Context: an optimization exercise on an open-source flow, tuned for small area, a short achievable clock period and few clock cycles per item. The choices shown serve that exercise and are no tape-out recipe.
Where RTL was checked, it was by simulation tests only, not by an equivalence proof against the original.
Power figures rest on the tool's default switching activity, not on a simulated workload.

==> run B <==
## lath_eval
module lath_eval (
    input  wire        clk,
    input  wire        rst,
    input  wire [31:0] origin_x,       
    input  wire [31:0] origin_y,       
    input  wire [31:0] pitch_x,        
    input  wire [31:0] pitch_y,        
    input  wire [31:0] lath_pitch,     
    input  wire [31:0] phase_offset,   
    input  wire [15:0] slant_num,      
    input  wire [15:0] slant_den,      
    input  wire        in_valid,
    output wire        in_ready,
    input  wire [13:0] px,
    input  wire [12:0] py,
    input  wire [1:0]  stripe,
    input  wire [15:0] corr,           
    output reg         out_valid,
    output wire [6:0]  v,
    output reg  [31:0] m,
    output reg  [15:0] corr_o,
    output wire [47:0] xo,             
    output wire [47:0] yo              
);
Settings: LEC_CHECK=0, ABC_AREA=1, CAP_MARGIN=70, CORE_MARGIN=2, CORE_UTILIZATION=60, PLACE_DENSITY=0.75, SLEW_MARGIN=70; clock period 11.0 ns.
run.sh (not shown) runs the stock make flow with config.mk's settings and CLKGATE_MAP_FILE= SYNTH_SCRIPT=/design/flow/synth_recipe.tcl, a recipe that flattens the netlist after the stock synthesis.
==> run D (differences from run B) <==
--- a/flow/design.v
+++ b/flow/design.v
@@ -20,24 +20,27 @@
     output reg  [31:0] m,
     output reg  [15:0] corr_o,
     output wire [47:0] xo,             
     output wire [47:0] yo              
 );
     reg [31:0] lp_r;                   
     reg [34:0] pol_r;                  
     reg [15:0] den_r;
-    reg [18:0] ptx_r, pty_r;
-    reg         pol_c1, pol_c2;
-    wire [11:0] pol_lo, pol_mid;
-    wire [10:0] pol_hi;
-    wire        pol_clo, pol_cmid, pol_chi;
-    add_sk #(12) u_pol_lo  (.a(phase_offset[11:0]), .b({lp_r[9:0], 2'b00}), .cin(1'b0), .s(pol_lo), .co(pol_clo));
-    add_sk #(12) u_pol_mid (.a(phase_offset[23:12]), .b(lp_r[21:10]), .cin(pol_c1), .s(pol_mid), .co(pol_cmid));
-    add_sk #(11) u_pol_hi  (.a({3'b0, phase_offset[31:24]}), .b({1'b0, lp_r[31:22]}), .cin(pol_c2), .s(pol_hi), .co(pol_chi));
+    reg         pol_c;
+    wire [17:0] pol_lo;
+    wire [16:0] pol_hi;
+    wire        pol_clo, pol_chi;
+    add_sk #(18) u_pol_lo (.a(phase_offset[17:0]), .b({lp_r[15:0], 2'b00}), .cin(1'b0), .s(pol_lo), .co(pol_clo));
+    add_sk #(17) u_pol_hi (.a({3'b0, phase_offset[31:18]}), .b({1'b0, lp_r[31:16]}), .cin(pol_c), .s(pol_hi), .co(pol_chi));
+    always @(posedge clk) begin
+        pol_c <= pol_clo;
+        pol_r <= {pol_hi, pol_lo};
+        den_r <= slant_den;
+    end
     reg  lnz;                          
     always @(posedge clk) lnz <= |lath_pitch;
     reg        a_free;
     reg        f_prei, f_pre, f_pk, f_pka, f_pkw, f_kml, f_h0, f_h, f_p, f_c, f_done;
     reg [5:0]  a_cnt;
     reg        a_last;                 
     reg        pvalid;                 
     reg        yk;                     
@@ -50,45 +53,38 @@
     reg        b_dlast;                
     reg [4:0]  b_cnt;
     reg        b_last;                 
     reg        b_mcap;                 
     reg        b_vst;                  
     reg        o_org, o_pass, o_dbl, o_x2, o_xadd, o_yadd;
     reg        bl_r;                   
     reg        rdy_r;                  
+    reg        f_pass;                 
     reg        f_hb;                   
     reg        csx;                    
     wire b_load   = bl_r;
     wire a_ready  = a_free | bl_r;
     assign in_ready = rdy_r;
     wire accept   = in_valid & a_ready;
     wire b_loadk  = f_pka;             
     wire b_loadd  = f_prei;            
     wire b_any    = b_load | b_loadk | b_loadd;
     wire b_run    = b_busy & ~b_pre & ~b_div;   
     wire inflight_n = accept | (~a_free & ~b_load) | b_load | (b_busy & ~b_last);
     wire f_c_n    = f_p;
     wire f_done_n = (f_c | f_done) & ~b_load;
     wire b_busy_n = b_any | (b_busy & ~b_last);
     wire b_last_n = ~b_any & b_busy & (b_cnt == (b_div ? 5'd18 : 5'd14));
     wire b_div_n  = b_loadd | (b_div & ~b_last);
-    wire o_org_n  = ~b_any & b_run & (b_cnt == 5'd4);    
-    always @(posedge clk) begin
-        pol_c1 <= pol_clo;
-        pol_c2 <= pol_cmid;
-        pol_r <= o_org_n ? {5'd0, ~origin_y[29], origin_y[28:0]} : {pol_hi, pol_mid, pol_lo};
-        den_r <= slant_den;
-        ptx_r <= pitch_x[18:0];
-        pty_r <= pitch_y[18:0];
-    end
     always @(posedge clk)
         lp_r <= b_div_n ? {16'd0, den_r} : lath_pitch;
     wire bl_n     = (f_c_n | f_done_n) & (~b_busy_n | b_last_n);
     wire a_free_n = (a_free | b_load) & ~in_valid;
+    wire pass_n   = (f_h & a_last) | f_p | f_done_n | f_pk;
     reg [13:0] pxa;
     reg [1:0]  sta;
     reg [12:0] pya;                    
     reg [15:0] corra;
     reg [46:0] acc;                    
     reg [15:0] rr;                     
     reg [1:0]  cq;                     
     reg [40:0] kq;                     
@@ -112,17 +108,19 @@
     wire [15:0] r_next = c1 ? r_s2[15:0] : (c0 ? r_s1[15:0] : r_t[15:0]);
     wire [46:0] ay   = ({47{f_h0}} & ~({33'd0, pxa} << 11))
                      | ({47{yk}}   & {15'd0, kq[31:0]})
                      | ({47{f_p}}  & {12'd0, pol_r})
                      | {{19{csx}}, {16{f_c}} & corra, 12'd0}
                      | ({47{f_pka}} & {1'b0, lp_r, 14'd0});
     wire        acin = acin_r;
     wire [46:0] hsel = {{23{f_hb}}, {24{f_h}}};
-    wire [46:0] ax   = (hsel & {acc[45:0], cq[0]}) | (~hsel & acc);
+    wire [46:0] ax   = (hsel & {acc[45:0], cq[0]})
+                     | ({47{f_h0}} & {20'd0, pxa, sta, 11'd0})
+                     | ({47{f_pass}} & acc);
     wire        ax0  = ax[0];
     wire        as0  = ax0 ^ ay[0] ^ acin;
     wire        ak1  = (ax0 & ay[0]) | (ax0 & acin) | (ay[0] & acin) | (f_h & cq[1]);
     wire [45:0] ahi;
     wire        a_co;
     add_sk #(46) u_acc (.a(ax[46:1]), .b(ay[46:1]), .cin(ak1), .s(ahi), .co(a_co));
     wire [46:0] asum = {ahi, as0};
     wire [15:0] nsn  = ~slant_num + 16'd1;             
@@ -131,17 +129,17 @@
     reg [21:0] bq;                     
     reg [11:0] pxb;
     reg [11:0] pyb;
     reg [7:0]  vq;
     reg [38:0] xacc, yacc;             
     reg [31:0] m_r;
     reg [15:0] corr_r;
     wire [31:0] dv  = lp_r;
-    wire [33:0] bt  = {br, bq[21:20]};
+    wire [33:0] bt  = {br, b_div ? kq[40:39] : bq[21:20]};
     wire [34:0] bs1, bs2, bs3;
     wire        bc1, bc2, bc3;
     add_sk #(35) u_bs1 (.a({1'b0, bt}), .b(~{3'b0, dv}), .cin(1'b1), .s(bs1), .co(bc1));
     add_sk #(35) u_bs2 (.a({1'b0, bt}), .b(~{2'b0, dv, 1'b0}), .cin(1'b1), .s(bs2), .co(bc2));
     wire [34:0] b3x = {1'b0, bt};
     wire [34:0] b3y = ~{3'b0, dv};
     wire [34:0] b3z = ~{2'b0, dv, 1'b0};
     wire [34:0] b3s = b3x ^ b3y ^ b3z;
@@ -149,46 +147,43 @@
     add_sk #(35) u_bs3 (.a(b3s), .b(b3c), .cin(1'b1), .s(bs3), .co(bc3));
     wire        g3  = ~bs3[34];
     wire        g2  = ~bs2[34];
     wire        g1  = ~bs1[34];
     wire [31:0] b_next = g3 ? bs3[31:0] : (g2 ? bs2[31:0] : (g1 ? bs1[31:0] : bt[31:0]));
     wire        qh  = g2;
     wire        ql  = g3 | (g1 & ~g2);
     wire [38:0] xx   = ({39{o_dbl}} & {xacc[37:0], 1'b0}) | ({39{o_pass}} & xacc)
-                     | ({39{o_x2}} & {19'd0, ptx_r, 1'b0});
+                     | ({39{o_x2}} & {19'd0, pitch_x[18:0], 1'b0});
     wire [38:0] yx   = ({39{o_dbl}} & {yacc[37:0], 1'b0}) | ({39{o_pass}} & yacc);
-    wire [38:0] xy   = ({39{o_org}} & {9'd0, m_r[29:0]}) | ({39{o_xadd}} & {20'd0, ptx_r});
-    wire [38:0] yy   = ({39{o_org}} & {9'd0, pol_r[29:0]}) | ({39{o_yadd}} & {20'd0, pty_r});
+    wire [38:0] xy   = ({39{o_org}} & {9'd0, ~origin_x[29], origin_x[28:0]}) | ({39{o_xadd}} & {20'd0, pitch_x[18:0]});
+    wire [38:0] yy   = ({39{o_org}} & {9'd0, ~origin_y[29], origin_y[28:0]}) | ({39{o_yadd}} & {20'd0, pitch_y[18:0]});
     wire [38:0] xsum, ysum;
     wire        x_co, y_co;
     add_sk #(39) u_xo (.a(xx), .b(xy), .cin(1'b0), .s(xsum), .co(x_co));
     add_sk #(39) u_yo (.a(yx), .b(yy), .cin(1'b0), .s(ysum), .co(y_co));
     assign v  = vq[7:1];
     assign xo = {{10{~xacc[38]}}, xacc[37:0]};     
     assign yo = {{10{~yacc[38]}}, yacc[37:0]};
     always @(*) begin
         m      = m_r;
         corr_o = corr_r;
     end
     always @(posedge clk) begin
         if (b_loadd) begin
             br <= nsg ? {16'd0, den_r - 16'd1} : 32'd0;
-            bq <= {nsn, 6'd0};
         end else if (b_any) begin
             br <= {7'd0, asum[46:22]};
             bq <= asum[21:0];
         end else begin
             br <= b_next;
             bq <= {bq[19:0], 2'b00};
         end
         if (b_mcap) begin
             m_r    <= b_next & {32{lnz}};
-        end else if (o_org_n) begin
-            m_r    <= {2'd0, ~origin_x[29], origin_x[28:0]};
         end
         if (b_vst)
             vq <= {vq[5:0], qh & lnz, ql & lnz};
         xacc <= xsum;
         yacc <= ysum;
         if (o_dbl) begin
             pxb <= {pxb[10:0], 1'b0};
             pyb <= {pyb[10:0], 1'b0};
@@ -204,39 +199,38 @@
         if (a_ready) begin
             pxa   <= px;
             sta   <= stripe;
             pya   <= py;
             corra <= corr;
             rr    <= 16'd0;
         end
         if (f_prei) begin
-            kq <= {40'd0, nsg};
+            kq <= {nsn, 24'd0, nsg};
         end
         if (b_div)
             kq <= {kq[38:0], qh, ql};
         if (f_pk)
             krem <= br[15:0];
         if (f_pk)
             acc <= {{6{kq[40]}}, kq};                    
-        else if ((a_ready & pvalid) | f_kml)
-            acc <= {20'd0, a_ready ? px : pxa, a_ready ? stripe : sta, 11'd0};
         else
             acc <= asum;
         if (f_kml)
             kq <= {9'd0, m_r};
         cq <= {c1, c0};
         if (f_h0 | (f_h & ~a_last))
             pya <= {pya[11:0], pya[12]};
     end
     always @(posedge clk) begin
         if (rst) begin
             a_free <= 1'b1;
             bl_r   <= 1'b0;
             rdy_r  <= 1'b1;
+            f_pass <= 1'b0;
             f_hb   <= 1'b0;
             csx    <= 1'b0;
             {f_prei, f_pre, f_pk, f_pka, f_pkw, f_kml, f_h0, f_h, f_p, f_c, f_done} <= 11'd0;
             a_cnt  <= 6'd0;
             a_last <= 1'b0;
             pvalid <= 1'b0;
             yk     <= 1'b0;
             acin_r <= 1'b0;
@@ -249,16 +243,17 @@
             b_cnt  <= 5'd0;
             {b_last, b_mcap, b_vst} <= 3'd0;
             {o_org, o_dbl, o_x2, o_xadd, o_yadd} <= 5'd0;
             o_pass <= 1'b1;
             out_valid <= 1'b0;
         end else begin
             bl_r   <= bl_n;
             rdy_r  <= a_free_n | bl_n;
+            f_pass <= pass_n;
             f_hb   <= f_h0 | (f_hb & ~a_last);
             csx    <= f_p & corra[15];
             if (f_prei) begin
                 f_prei <= 1'b0;
                 f_pre  <= 1'b1;
             end
             if (f_pre & b_dlast) begin
                 f_pre <= 1'b0;
@@ -330,17 +325,17 @@
                     b_div  <= 1'b0;
                 end
             end
             b_last  <= ~b_any & b_busy & (b_cnt == (b_div ? 5'd18 : 5'd14));
             b_mcap  <= ~b_any & b_busy & ~b_div & (b_cnt == 5'd9);
             b_vst   <= ~b_any & b_busy & ~b_div & (b_cnt >= 5'd10) & (b_cnt <= 5'd13);
             b_dlast <= ~b_any & b_busy & b_div & (b_cnt == 5'd18);
             o_x2    <= b_load & pxa[13];
-            o_org   <= o_org_n;
+            o_org   <= ~b_any & b_run & (b_cnt == 5'd4);
             o_dbl   <= ~b_any & b_run & (b_cnt <= 5'd13) & (b_cnt != 5'd4);
             o_pass  <= ~(b_load | (~b_any & b_run & (b_cnt <= 5'd13))) |
                        (~b_any & b_run & (b_cnt == 5'd4));
             o_xadd  <= b_load ? pxa[12] :
                        (~b_any & b_run & (b_cnt <= 5'd13) & (b_cnt != 5'd4) &
                         ((b_cnt == 5'd13) | (o_dbl ? pxb[10] : pxb[11])));
             o_yadd  <= b_load ? pya[12] :
                        (~b_any & b_run & (b_cnt <= 5'd13) & (b_cnt != 5'd4) &
Settings changed: CAP_MARGIN 70 to 20, SLEW_MARGIN 70 to 20.
==> run Z (differences from run B) <==
--- a/flow/design.v
+++ b/flow/design.v
@@ -17,78 +17,66 @@
     input  wire [15:0] corr,           
     output reg         out_valid,
     output wire [6:0]  v,
     output reg  [31:0] m,
     output reg  [15:0] corr_o,
     output wire [47:0] xo,             
     output wire [47:0] yo              
 );
-    reg [31:0] lp_r;                   
+    reg [31:0] lp_r;
     reg [34:0] pol_r;                  
     reg [15:0] den_r;
-    reg [18:0] ptx_r, pty_r;
-    reg         pol_c1, pol_c2;
-    wire [11:0] pol_lo, pol_mid;
-    wire [10:0] pol_hi;
-    wire        pol_clo, pol_cmid, pol_chi;
-    add_sk #(12) u_pol_lo  (.a(phase_offset[11:0]), .b({lp_r[9:0], 2'b00}), .cin(1'b0), .s(pol_lo), .co(pol_clo));
-    add_sk #(12) u_pol_mid (.a(phase_offset[23:12]), .b(lp_r[21:10]), .cin(pol_c1), .s(pol_mid), .co(pol_cmid));
-    add_sk #(11) u_pol_hi  (.a({3'b0, phase_offset[31:24]}), .b({1'b0, lp_r[31:22]}), .cin(pol_c2), .s(pol_hi), .co(pol_chi));
+    wire [34:0] pol_s;
+    wire        pol_co;
+    add_sk #(35) u_pol (.a({3'b0, phase_offset}), .b({1'b0, lp_r, 2'b00}), .cin(1'b0), .s(pol_s), .co(pol_co));
+    always @(posedge clk) begin
+        lp_r  <= lath_pitch;
+        pol_r <= pol_s;
+        den_r <= slant_den;
+    end
     reg  lnz;                          
     always @(posedge clk) lnz <= |lath_pitch;
     reg        a_free;
     reg        f_prei, f_pre, f_pk, f_pka, f_pkw, f_kml, f_h0, f_h, f_p, f_c, f_done;
     reg [5:0]  a_cnt;
     reg        a_last;                 
     reg        pvalid;                 
     reg        yk;                     
     reg        acin_r;                 
     reg        rk;                     
+    reg        rb;                     
     reg [15:0] radd;                   
     reg        b_busy;
     reg        b_pre;
-    reg        b_div;
-    reg        b_dlast;                
     reg [4:0]  b_cnt;
     reg        b_last;                 
     reg        b_mcap;                 
     reg        b_vst;                  
     reg        o_org, o_pass, o_dbl, o_x2, o_xadd, o_yadd;
     reg        bl_r;                   
     reg        rdy_r;                  
+    reg        f_pass;                 
     reg        f_hb;                   
     reg        csx;                    
     wire b_load   = bl_r;
-    wire a_ready  = a_free | bl_r;
+    wire a_ready  = rdy_r;
     assign in_ready = rdy_r;
     wire accept   = in_valid & a_ready;
     wire b_loadk  = f_pka;             
-    wire b_loadd  = f_prei;            
-    wire b_any    = b_load | b_loadk | b_loadd;
-    wire b_run    = b_busy & ~b_pre & ~b_div;   
+    wire b_any    = b_load | b_loadk;
+    wire b_run    = b_busy & ~b_pre;   
     wire inflight_n = accept | (~a_free & ~b_load) | b_load | (b_busy & ~b_last);
     wire f_c_n    = f_p;
     wire f_done_n = (f_c | f_done) & ~b_load;
     wire b_busy_n = b_any | (b_busy & ~b_last);
-    wire b_last_n = ~b_any & b_busy & (b_cnt == (b_div ? 5'd18 : 5'd14));
-    wire b_div_n  = b_loadd | (b_div & ~b_last);
-    wire o_org_n  = ~b_any & b_run & (b_cnt == 5'd4);    
-    always @(posedge clk) begin
-        pol_c1 <= pol_clo;
-        pol_c2 <= pol_cmid;
-        pol_r <= o_org_n ? {5'd0, ~origin_y[29], origin_y[28:0]} : {pol_hi, pol_mid, pol_lo};
-        den_r <= slant_den;
-        ptx_r <= pitch_x[18:0];
-        pty_r <= pitch_y[18:0];
-    end
-    always @(posedge clk)
-        lp_r <= b_div_n ? {16'd0, den_r} : lath_pitch;
+    wire b_last_n = ~b_any & b_busy & (b_cnt == 5'd14);
     wire bl_n     = (f_c_n | f_done_n) & (~b_busy_n | b_last_n);
     wire a_free_n = (a_free | b_load) & ~in_valid;
+    wire pass_n   = (f_h & a_last) | f_p | f_done_n | f_pk;
     reg [13:0] pxa;
     reg [1:0]  sta;
     reg [12:0] pya;                    
     reg [15:0] corra;
     reg [46:0] acc;                    
     reg [15:0] rr;                     
     reg [1:0]  cq;                     
     reg [40:0] kq;                     
@@ -112,17 +100,19 @@
     wire [15:0] r_next = c1 ? r_s2[15:0] : (c0 ? r_s1[15:0] : r_t[15:0]);
     wire [46:0] ay   = ({47{f_h0}} & ~({33'd0, pxa} << 11))
                      | ({47{yk}}   & {15'd0, kq[31:0]})
                      | ({47{f_p}}  & {12'd0, pol_r})
                      | {{19{csx}}, {16{f_c}} & corra, 12'd0}
                      | ({47{f_pka}} & {1'b0, lp_r, 14'd0});
     wire        acin = acin_r;
     wire [46:0] hsel = {{23{f_hb}}, {24{f_h}}};
-    wire [46:0] ax   = (hsel & {acc[45:0], cq[0]}) | (~hsel & acc);
+    wire [46:0] ax   = (hsel & {acc[45:0], cq[0]})
+                     | ({47{f_h0}} & {20'd0, pxa, sta, 11'd0})
+                     | ({47{f_pass}} & acc);
     wire        ax0  = ax[0];
     wire        as0  = ax0 ^ ay[0] ^ acin;
     wire        ak1  = (ax0 & ay[0]) | (ax0 & acin) | (ay[0] & acin) | (f_h & cq[1]);
     wire [45:0] ahi;
     wire        a_co;
     add_sk #(46) u_acc (.a(ax[46:1]), .b(ay[46:1]), .cin(ak1), .s(ahi), .co(a_co));
     wire [46:0] asum = {ahi, as0};
     wire [15:0] nsn  = ~slant_num + 16'd1;             
@@ -130,65 +120,59 @@
     reg [31:0] br;                     
     reg [21:0] bq;                     
     reg [11:0] pxb;
     reg [11:0] pyb;
     reg [7:0]  vq;
     reg [38:0] xacc, yacc;             
     reg [31:0] m_r;
     reg [15:0] corr_r;
-    wire [31:0] dv  = lp_r;
     wire [33:0] bt  = {br, bq[21:20]};
     wire [34:0] bs1, bs2, bs3;
     wire        bc1, bc2, bc3;
-    add_sk #(35) u_bs1 (.a({1'b0, bt}), .b(~{3'b0, dv}), .cin(1'b1), .s(bs1), .co(bc1));
-    add_sk #(35) u_bs2 (.a({1'b0, bt}), .b(~{2'b0, dv, 1'b0}), .cin(1'b1), .s(bs2), .co(bc2));
+    add_sk #(35) u_bs1 (.a({1'b0, bt}), .b(~{3'b0, lp_r}), .cin(1'b1), .s(bs1), .co(bc1));
+    add_sk #(35) u_bs2 (.a({1'b0, bt}), .b(~{2'b0, lp_r, 1'b0}), .cin(1'b1), .s(bs2), .co(bc2));
     wire [34:0] b3x = {1'b0, bt};
-    wire [34:0] b3y = ~{3'b0, dv};
-    wire [34:0] b3z = ~{2'b0, dv, 1'b0};
+    wire [34:0] b3y = ~{3'b0, lp_r};
+    wire [34:0] b3z = ~{2'b0, lp_r, 1'b0};
     wire [34:0] b3s = b3x ^ b3y ^ b3z;
     wire [34:0] b3c = {(b3x[33:0] & b3y[33:0]) | (b3x[33:0] & b3z[33:0]) | (b3y[33:0] & b3z[33:0]), 1'b1};
     add_sk #(35) u_bs3 (.a(b3s), .b(b3c), .cin(1'b1), .s(bs3), .co(bc3));
     wire        g3  = ~bs3[34];
     wire        g2  = ~bs2[34];
     wire        g1  = ~bs1[34];
     wire [31:0] b_next = g3 ? bs3[31:0] : (g2 ? bs2[31:0] : (g1 ? bs1[31:0] : bt[31:0]));
     wire        qh  = g2;
     wire        ql  = g3 | (g1 & ~g2);
     wire [38:0] xx   = ({39{o_dbl}} & {xacc[37:0], 1'b0}) | ({39{o_pass}} & xacc)
-                     | ({39{o_x2}} & {19'd0, ptx_r, 1'b0});
+                     | ({39{o_x2}} & {19'd0, pitch_x[18:0], 1'b0});
     wire [38:0] yx   = ({39{o_dbl}} & {yacc[37:0], 1'b0}) | ({39{o_pass}} & yacc);
-    wire [38:0] xy   = ({39{o_org}} & {9'd0, m_r[29:0]}) | ({39{o_xadd}} & {20'd0, ptx_r});
-    wire [38:0] yy   = ({39{o_org}} & {9'd0, pol_r[29:0]}) | ({39{o_yadd}} & {20'd0, pty_r});
+    wire [38:0] xy   = ({39{o_org}} & {9'd0, ~origin_x[29], origin_x[28:0]}) | ({39{o_xadd}} & {20'd0, pitch_x[18:0]});
+    wire [38:0] yy   = ({39{o_org}} & {9'd0, ~origin_y[29], origin_y[28:0]}) | ({39{o_yadd}} & {20'd0, pitch_y[18:0]});
     wire [38:0] xsum, ysum;
     wire        x_co, y_co;
     add_sk #(39) u_xo (.a(xx), .b(xy), .cin(1'b0), .s(xsum), .co(x_co));
     add_sk #(39) u_yo (.a(yx), .b(yy), .cin(1'b0), .s(ysum), .co(y_co));
     assign v  = vq[7:1];
     assign xo = {{10{~xacc[38]}}, xacc[37:0]};     
     assign yo = {{10{~yacc[38]}}, yacc[37:0]};
     always @(*) begin
         m      = m_r;
         corr_o = corr_r;
     end
     always @(posedge clk) begin
-        if (b_loadd) begin
-            br <= nsg ? {16'd0, den_r - 16'd1} : 32'd0;
-            bq <= {nsn, 6'd0};
-        end else if (b_any) begin
+        if (b_any) begin
             br <= {7'd0, asum[46:22]};
             bq <= asum[21:0];
         end else begin
             br <= b_next;
             bq <= {bq[19:0], 2'b00};
         end
         if (b_mcap) begin
             m_r    <= b_next & {32{lnz}};
-        end else if (o_org_n) begin
-            m_r    <= {2'd0, ~origin_x[29], origin_x[28:0]};
         end
         if (b_vst)
             vq <= {vq[5:0], qh & lnz, ql & lnz};
         xacc <= xsum;
         yacc <= ysum;
         if (o_dbl) begin
             pxb <= {pxb[10:0], 1'b0};
             pyb <= {pyb[10:0], 1'b0};
@@ -204,68 +188,72 @@
         if (a_ready) begin
             pxa   <= px;
             sta   <= stripe;
             pya   <= py;
             corra <= corr;
             rr    <= 16'd0;
         end
         if (f_prei) begin
-            kq <= {40'd0, nsg};
+            kq <= {nsn, 24'd0, nsg};
+            rr <= nsg ? den_r - 16'd1 : 16'd0;
+        end
+        if (f_pre) begin
+            kq <= {kq[39:0], c0};
+            rr <= r_next;
+            if (a_last) begin
+                krem <= r_next;
+                rr   <= 16'd0;
+            end
         end
-        if (b_div)
-            kq <= {kq[38:0], qh, ql};
-        if (f_pk)
-            krem <= br[15:0];
         if (f_pk)
             acc <= {{6{kq[40]}}, kq};                    
-        else if ((a_ready & pvalid) | f_kml)
-            acc <= {20'd0, a_ready ? px : pxa, a_ready ? stripe : sta, 11'd0};
         else
             acc <= asum;
         if (f_kml)
             kq <= {9'd0, m_r};
         cq <= {c1, c0};
         if (f_h0 | (f_h & ~a_last))
             pya <= {pya[11:0], pya[12]};
     end
     always @(posedge clk) begin
         if (rst) begin
             a_free <= 1'b1;
             bl_r   <= 1'b0;
             rdy_r  <= 1'b1;
+            f_pass <= 1'b0;
             f_hb   <= 1'b0;
             csx    <= 1'b0;
             {f_prei, f_pre, f_pk, f_pka, f_pkw, f_kml, f_h0, f_h, f_p, f_c, f_done} <= 11'd0;
             a_cnt  <= 6'd0;
             a_last <= 1'b0;
             pvalid <= 1'b0;
             yk     <= 1'b0;
             acin_r <= 1'b0;
             rk     <= 1'b0;
+            rb     <= 1'b0;
             radd   <= 16'd0;
             b_busy <= 1'b0;
             b_pre  <= 1'b0;
-            b_div  <= 1'b0;
-            b_dlast <= 1'b0;
             b_cnt  <= 5'd0;
             {b_last, b_mcap, b_vst} <= 3'd0;
             {o_org, o_dbl, o_x2, o_xadd, o_yadd} <= 5'd0;
             o_pass <= 1'b1;
             out_valid <= 1'b0;
         end else begin
             bl_r   <= bl_n;
             rdy_r  <= a_free_n | bl_n;
+            f_pass <= pass_n;
             f_hb   <= f_h0 | (f_hb & ~a_last);
             csx    <= f_p & corra[15];
             if (f_prei) begin
                 f_prei <= 1'b0;
                 f_pre  <= 1'b1;
             end
-            if (f_pre & b_dlast) begin
+            if (f_pre & a_last) begin
                 f_pre <= 1'b0;
                 f_pk  <= 1'b1;
             end
             if (f_pk) begin
                 f_pk  <= 1'b0;
                 f_pka <= 1'b1;
             end
             if (f_pka) begin
@@ -305,42 +293,40 @@
                 a_free <= 1'b0;
                 f_prei <= ~pvalid;
                 f_h0   <= pvalid;
             end
             if (f_prei | f_h0)
                 a_cnt <= 6'd0;
             else
                 a_cnt <= a_cnt + 6'd1;
-            a_last <= f_h & (a_cnt == 6'd11);
+            a_last <= (f_pre & (a_cnt == 6'd38)) | (f_h & (a_cnt == 6'd11));
             yk     <= (f_h0 | (f_h & ~a_last)) & pya[12];
             acin_r <= (accept & pvalid) | f_kml | (f_h & a_last & (|rr));
             rk     <= (accept & pvalid & py[12]) | (f_kml & pya[12]) |
                       ((f_h0 | (f_h & (a_cnt <= 6'd10))) & pya[11]);
+            rb     <= (f_prei & nsn[15]) | (f_pre & ~a_last & kq[39]);
             radd   <= ({16{(accept & pvalid & py[12]) | (f_kml & pya[12]) |
-                           ((f_h0 | (f_h & (a_cnt <= 6'd10))) & pya[11])}} & krem);
-            out_valid <= ~b_any & b_busy & ~b_pre & ~b_div & (b_cnt == 5'd14);
+                           ((f_h0 | (f_h & (a_cnt <= 6'd10))) & pya[11])}} & krem) |
+                      {15'd0, (f_prei & nsn[15]) | (f_pre & ~a_last & kq[39])};
+            out_valid <= ~b_any & b_busy & ~b_pre & (b_cnt == 5'd14);
             if (b_any) begin
                 b_busy <= 1'b1;
                 b_pre  <= b_loadk;
-                b_div  <= b_loadd;
                 b_cnt  <= 5'd0;
             end else if (b_busy) begin
                 b_cnt <= b_cnt + 5'd1;
-                if (b_last) begin
+                if (b_last)
                     b_busy <= 1'b0;
-                    b_div  <= 1'b0;
-                end
             end
-            b_last  <= ~b_any & b_busy & (b_cnt == (b_div ? 5'd18 : 5'd14));
-            b_mcap  <= ~b_any & b_busy & ~b_div & (b_cnt == 5'd9);
-            b_vst   <= ~b_any & b_busy & ~b_div & (b_cnt >= 5'd10) & (b_cnt <= 5'd13);
-            b_dlast <= ~b_any & b_busy & b_div & (b_cnt == 5'd18);
+            b_last  <= ~b_any & b_busy & (b_cnt == 5'd14);
+            b_mcap  <= ~b_any & b_busy & (b_cnt == 5'd9);
+            b_vst   <= ~b_any & b_busy & (b_cnt >= 5'd10) & (b_cnt <= 5'd13);
             o_x2    <= b_load & pxa[13];
-            o_org   <= o_org_n;
+            o_org   <= ~b_any & b_run & (b_cnt == 5'd4);
             o_dbl   <= ~b_any & b_run & (b_cnt <= 5'd13) & (b_cnt != 5'd4);
             o_pass  <= ~(b_load | (~b_any & b_run & (b_cnt <= 5'd13))) |
                        (~b_any & b_run & (b_cnt == 5'd4));
             o_xadd  <= b_load ? pxa[12] :
                        (~b_any & b_run & (b_cnt <= 5'd13) & (b_cnt != 5'd4) &
                         ((b_cnt == 5'd13) | (o_dbl ? pxb[10] : pxb[11])));
             o_yadd  <= b_load ? pya[12] :
                        (~b_any & b_run & (b_cnt <= 5'd13) & (b_cnt != 5'd4) &
Settings changed: CAP_MARGIN 70 to 20, SLEW_MARGIN 70 to 20.
==> summary of the runs <==
- Clock power: run B > run D > run Z.
- Global-route usage: run D < run Z < run B.
- Against run D, the design area of run Z is larger by 1.5%.
- Of run D and run B, run B has the higher sequential power (gap about 8%, measured against run B).
- Of run D and run B, run B has the higher final cell count (gap about 4.3%, measured against run B).
- Utilization: run B > run D > run Z.
- Combinational power: run B > run D > run Z.
Testbench counts of run Z, summed over its fixed seeds: cycles 26,880, items 1,536.
For run B and run D, only the layout was checked, not whether the RTL still works.

[static timing again, ports no longer ideal]
The results above use ideal ports. As a check the final layouts listed here were re-extracted and re-timed, cells and wires unchanged. Step 1 sets driving cells, clkbuf_16 on the clock port and buf_2 on the other inputs (assumed; they add their load-dependent delay and slew). Step 2 also shifts input and output timing later by t, the mid clock arrival at the registers, as if the neighbouring blocks saw the same clock. Three values: ideal ports, drivers, drivers and shift; two values: the first two.
run	t (ns)	setup slack, ns	worst hold slack (ns)
run B	0.710	6.535 / 6.570 / 5.860	0.433 / 0.433 / 0.433
run D	0.695	5.288 / 5.288 / 5.288	0.430 / 0.430 / 0.430
run Z	0.697	6.190 / 6.216 / 5.519	0.433 / 0.433 / 0.433
After both steps every run listed still meets setup and hold. The setup slack of run B, which loses most, moves by +0.035 ns with the drivers and by -0.675 ns with both steps.
